Background: an optimization exercise with open tools, aiming at small area, a short achievable clock period and few clock cycles per item. Do not read the settings as production practice. Only simulation tests tie the RTL to the original design; equivalence was not proved.

==> 05-01: inputs <==
// aes_enc_core
module aes_enc_core (
    input  wire         clk,
    input  wire         rst,         
    input  wire         key_load,    
    input  wire [1:0]   key_len,     
    input  wire [255:0] key,         
    input  wire         in_valid,
    output reg          in_ready,
    input  wire [127:0] in_data,
    output reg          out_valid,
    output wire [127:0] out_data
);
==> flow/config.mk <==
export PLATFORM = sky130hd
export DESIGN_NAME = aes_enc_core
export DESIGN_NICKNAME = aes_enc_core
export VERILOG_FILES = /design/flow/design.v
export SDC_FILE = /design/flow/constraint.sdc
export NUM_CORES = 8
export LEC_CHECK = 0
export CAP_MARGIN = 20
export CORE_MARGIN = 2
export CORE_UTILIZATION = 50
export SLEW_MARGIN = 20
==> flow/constraint.sdc <==
create_clock -name core_clock -period 10.0 [get_ports {clk}]
set_input_delay 2.0000 -clock core_clock [delete_from_list [all_inputs] [get_ports {clk}]]
set_output_delay 2.0000 -clock core_clock [all_outputs]
set_load 0.01 [all_outputs]
standard.sh (not shown) runs the stock make flow with config.mk's settings and CLKGATE_MAP_FILE= SYNTH_SCRIPT=/design/flow/synth_recipe.tcl, a recipe that flattens the netlist after the stock synthesis.
==> flow/flow/run.sh <==
#!/bin/bash
# Own layout flow: the standard flow (standard.sh, with its synthesis
# script and steps) with these settings changed:
#  - synthesis maps the logic with the ABC script in flow/abc.script (an
#    area-oriented mapping) instead of ORFS's speed script;
#  - the make variables listed in flow/make_vars.txt (one VAR=value per
#    line) are added to both make runs: among them SETUP_SLACK_MARGIN, so
#    that the timing repair steps aim for extra setup slack and the layout is
#    sized for a short period, although the clock stays at the design's.
# Each tool's output goes to a log file of its own in this folder.
set -uo pipefail
W=$PWD
SD=$W/scripts_own
rm -rf "$SD"; mkdir -p "$SD"
for f in "$FLOW_HOME"/scripts/*; do ln -s "$f" "$SD/"; done
rm -f "$SD/abc_area.script"; cp "$W/flow/abc.script" "$SD/abc_area.script"
VARS=()
if [[ -f "$W/flow/make_vars.txt" ]]; then
  while IFS= read -r line; do
    [[ -z "$line" || "$line" == \#* ]] && continue
    VARS+=("$line")
  done < "$W/flow/make_vars.txt"
fi
bash standard.sh SCRIPTS_DIR="$SD" ABC_AREA=1 "${VARS[@]}" synth > "$W/synth.log" 2>&1 || { tail -30 "$W/synth.log"; exit 1; }
bash standard.sh "${VARS[@]}" finish > "$W/layout.log" 2>&1 || { tail -30 "$W/layout.log"; exit 1; }
==> flow/flow/abc.script <==
&get -n
&st
&dch
&nf -a -R 1000
&put
==> flow/flow/make_vars.txt <==
SETUP_SLACK_MARGIN=6.5
BUFFER_PORTS_ARGS=-buffer_cell sky130_fd_sc_hd__buf_2
==> 07-08 (differences from 05-01) <==
--- a/flow/design.v
+++ b/flow/design.v
@@ -330,43 +330,40 @@
     endgenerate
     reg         c_en;                
     reg         c_fix;               
     reg         c_fixw;              
     reg         c_h0, c_h1, c_o;     
     reg  [3:0]  c_b;                 
     reg         c_p;                 
-    reg         c_t4, c_t2;          
-    reg  [7:0]  c_rc;                
+    reg         c_m01, c_m23, c_n01, c_n23, c_zq;
+    reg  [7:0]  c_rc01, c_rc23;
     reg         c_rot, c_x4;         
     reg         k_sel;               
     wire [31:0] B0 = ({32{c_b[0]}} & H00) | ({32{c_b[1]}} & H10) | ({32{c_b[2]}} & H02) | ({32{c_b[3]}} & H12);
     wire [31:0] B1 = ({32{c_b[0]}} & H01) | ({32{c_b[1]}} & H11) | ({32{c_b[2]}} & H03) | ({32{c_b[3]}} & H13);
     wire [31:0] B2 = ({32{c_b[0]}} & H02) | ({32{c_b[1]}} & H12) | ({32{c_b[2]}} & H10) | ({32{c_b[3]}} & H00);
     wire [31:0] B3 = ({32{c_b[0]}} & H03) | ({32{c_b[1]}} & H13) | ({32{c_b[2]}} & H11) | ({32{c_b[3]}} & H01);
     wire [31:0] N2 = c_p ? H02 : H12;
     wire [31:0] N3 = c_p ? H03 : H13;
-    wire        c01 = !(c_t4 | c_t2);                
-    wire        c23 = !c_t2;                         
-    wire [31:0] rcw = {c_rc, 24'h000000};
     wire [31:0] Q01 = B0 ^ B1;
     wire [31:0] Q23 = B2 ^ B3;
-    wire [31:0] zQ  = {32{!c_t4}} & Q01;
-    wire [31:0] e0  = ({32{c_t4 | c_t2}} & N3) ^ ({32{c01}} & rcw);
-    wire [31:0] e2  = ({32{c_t2}} & N3) ^ ({32{c23}} & rcw);
+    wire [31:0] zQ  = {32{c_zq}} & Q01;
+    wire [31:0] e0  = ({32{c_n01}} & N3) ^ {c_rc01, 24'h000000};
+    wire [31:0] e2  = ({32{c_n23}} & N3) ^ {c_rc23, 24'h000000};
     wire [31:0] P0 = B0 ^ e0;
     wire [31:0] P1 = Q01 ^ e0;
     wire [31:0] P2 = zQ ^ (B2 ^ e2);
     wire [31:0] P3 = zQ ^ (Q23 ^ e2);
-    wire [31:0] n0 = P0 ^ ({32{c01}} & kb);
-    wire [31:0] n1 = P1 ^ ({32{c01}} & kb);
-    wire [31:0] n2 = P2 ^ ({32{c23}} & kb);
-    wire [31:0] n3 = P3 ^ ({32{c23}} & kb);
+    wire [31:0] n0 = P0 ^ ({32{c_m01}} & kb);
+    wire [31:0] n1 = P1 ^ ({32{c_m01}} & kb);
+    wire [31:0] n2 = P2 ^ ({32{c_m23}} & kb);
+    wire [31:0] n3 = P3 ^ ({32{c_m23}} & kb);
     wire [127:0] nk = {n0, n1, n2, n3};
     wire [31:0] P3x = zQ ^ ((Q23 ^ e2) ^ ({32{c_x4}} & (N2 ^ N3)));
-    wire [31:0] nx  = P3x ^ ({32{c23}} & kb);
+    wire [31:0] nx  = P3x ^ ({32{c_m23}} & kb);
     reg  [127:0] s1, s2;             
     reg  [191:0] m1, m2;             
     reg  [127:0] outr;
     assign out_data = outr;
     wire [127:0] mix1, mix2, sub2;
     wire [191:0] m1_d, m2_d;
     aes_half_round u_a1 (.s(s1), .rk(h0), .m(m1_d));
@@ -424,16 +421,16 @@
     wire        v1_n = cont2 || accept;
     wire        w1_n = cont2 ? wm2 : !gopen;
     wire [3:0]  r1_n = cont2 ? rm2 + 4'd1 : 4'd1;
     wire        np_n = (!v1_n || r1_n == nr - 4'd1) && (!v1 || r1 == nr - 4'd1) &&
                        (!vm1 || rm1 == nr - 4'd1) && (!v2 || r2 == nr) &&
                        !(v1_n && w1_n) && !(v1 && w1) && !(vm1 && wm1);
     wire [2:0]  kp_n = key_load ? 3'd1 : (kp == 3'd0 || kp == 3'd7) ? kp : kp + 3'd1;
-    wire        krdy_n = key_load ? (key_len == 2'd2) :
-                         (krdy || (kp_n >= 3'd3));
+    wire        krdy_n = key_load ? (key_len != 2'd1) :
+                         (krdy || (kp_n >= 3'd2));
     wire        st1_n = v1 && w1 && (r1 != 4'd1);
     wire        st2_n = v2 && w2;
     wire [3:0]  j_n   = st2_n ? r2 : r1;             
     wire [3:0]  sr_n  = j_n - 4'd1;                  
     wire [3:0]  sn_n  = j_n;                         
     wire [1:0]  m3c   = mod3(sr_n);
     wire [1:0]  m3n   = mod3(sn_n);
@@ -477,27 +474,35 @@
         rm2 <= r2;
         c_h0 <= st2_n && r2 != nr;
         c_h1 <= st1_n;
         c_o  <= st2_n && r2 == nr;
         if (kp == 3'd2 && !l256) begin
             c_b   <= 4'b0001;
             c_p   <= 1'b0;
-            c_t4  <= 1'b0;
-            c_t2  <= 1'b0;
-            c_rc  <= 8'h01;
+            c_m01  <= 1'b1;
+            c_m23  <= 1'b1;
+            c_n01  <= 1'b0;
+            c_n23  <= 1'b0;
+            c_zq   <= 1'b1;
+            c_rc01 <= 8'h01;
+            c_rc23 <= 8'h01;
             c_rot <= 1'b1;
             c_x4  <= 1'b0;
         end else begin
             c_p   <= j_n[0];
             c_b   <= {l192 && j_n[0], l192 && !j_n[0],
                       (l128 && !j_n[0]) || (l256 && j_n[0]),
                       (l128 && j_n[0]) || (l256 && !j_n[0])};
-            c_t4  <= l192 && m3c == 2'd0;
-            c_t2  <= l192 && m3c == 2'd1;
-            c_rc  <= rcon_of(sr_n, l128, l192);
+            c_m01  <= !(l192 && m3c != 2'd2);
+            c_m23  <= !(l192 && m3c == 2'd1);
+            c_n01  <= l192 && m3c != 2'd2;
+            c_n23  <= l192 && m3c == 2'd1;
+            c_zq   <= !(l192 && m3c == 2'd0);
+            c_rc01 <= (l192 && m3c != 2'd2) ? 8'h00 : rcon_of(sr_n, l128, l192);
+            c_rc23 <= (l192 && m3c == 2'd1) ? 8'h00 : rcon_of(sr_n, l128, l192);
             c_rot <= l128 || (l256 && sn_n[0]) || (l192 && m3n != 2'd1);
             c_x4  <= l192 && m3n == 2'd0;
         end
         if (key_load) begin
             l128 <= key_len != 2'd1 && key_len != 2'd2;
             l192 <= key_len == 2'd1;
             l256 <= key_len == 2'd2;
@@ -515,15 +520,19 @@
         end
     end
     always @(posedge clk) begin
         if (kp == 3'd1 || (in_ready && !gopen))
             h0 <= ks[255:128];
         else if (c_en && c_h0)
             h0 <= nk;
-        if (kp == 3'd1 || (vm1 && wm1 && rm1 == 4'd1))
+        if (kp == 3'd1)
+            h1 <= ks[127:0];
+        else if (c_fixw && l128)
+            h1 <= nk;
+        else if (vm1 && wm1 && rm1 == 4'd1)
             h1 <= ks[127:0];
         else if (c_en && c_h1)
             h1 <= nk;
         if (c_o)
             rko <= nk;
     end
 endmodule
==> flow/run.sh (new file) <==
#!/bin/bash
# synth_recipe.tcl (not shown) runs the flow's synth.tcl, then flattens the netlist and writes it again
# the make line also repeats each setting of config.mk as NAME=value (left out here)
make -C /OpenROAD-flow-scripts/flow DESIGN_CONFIG=/design/flow/config.mk WORK_HOME=/design/flow/orfs CLKGATE_MAP_FILE= SYNTH_SCRIPT=/design/flow/synth_recipe.tcl finish
CORE_UTILIZATION = 40   (was 50)
removed: flow/flow/run.sh
removed: flow/flow/abc.script
removed: flow/flow/make_vars.txt
removed: flow/standard.sh
==> results.yml <==
floorplan:
  die_h_um: 520
  start_util: 0.402
cells_and_area:
  fin_cells: 15400
  layout_common_cells: "xnor2_1 (2395), nand2_1 (1158), xor2_1 (1061)"
  finish.utilization: 0.460
drt:
  post_drt_wl_per_cell_um: 29.4
  wl_met2_mm: 192
sta:
  holdWs_ps: 375
  fmax_mhz: 215
run_status:
  status: "timing/DRC/antenna clean"
logic_synthesis:
  syn-num-nets: 11900
-- figures above: 07-08

==> results.yml <==
sta:
  holdWs_ps: 361
  finalCritPeriodShare: 0.358
drt:
  post_drt_wl_per_cell_um: 28.3
  wl_met2_mm: 169
floorplan:
  start_util: 0.503
  dieArea_mm2: 0.190
  die_h_um: 436
placed_design:
  place_congestion: 0.996
cells_and_area:
  finish.utilization: 0.602
  fin_cells: 13600
  layout_common_cells: "xnor2_1 (2263), nand2_1 (1514), xor2_1 (1078)"
run_status:
  status: "timing/DRC/antenna clean"
worst_setup_path:
  critPathKind: "reg -> reg"
logic_synthesis:
  syn-num-nets: 10600
-- figures above: 05-01

Testbench counts of 05-01, summed over its fixed seeds: cycles 12,897, items 1,687.
Testbench counts of 07-08, summed over its fixed seeds: cycles 12,694, items 1,687.

[separate check: timing with driven ports]
In the flow no input, the clock included, has a driving cell. The finished layouts below were timed again as built, in two steps.
Step 1 sets driving cells, clkbuf_16 on the clock port and buf_2 on the other inputs (assumed; they add their load-dependent delay and slew).
Step 2 times the ports against the registers' clock, not the clock port: input delays grow and output delays shrink by t, the midpoint of the rising clock arrivals with the driver on.
Three values: no drivers, after step 1, after step 2; two values: the first two.
run | t (ns) | setup slack, ns | hold WS [ns] | clock arrival spread, ns
05-01 | 0.938 | 6.423 / 6.423 / 5.590 | 0.361 / 0.361 / 0.361 | 0.038 / 0.038
07-08 | 0.986 | 5.346 / 5.346 / 4.822 | 0.375 / 0.375 / 0.375 | 0.053 / 0.054
After both steps every run listed still meets setup and hold. For 05-01, which loses most, drivers alone change the setup slack by 0.000 ns; drivers and shift together by -0.833 ns.
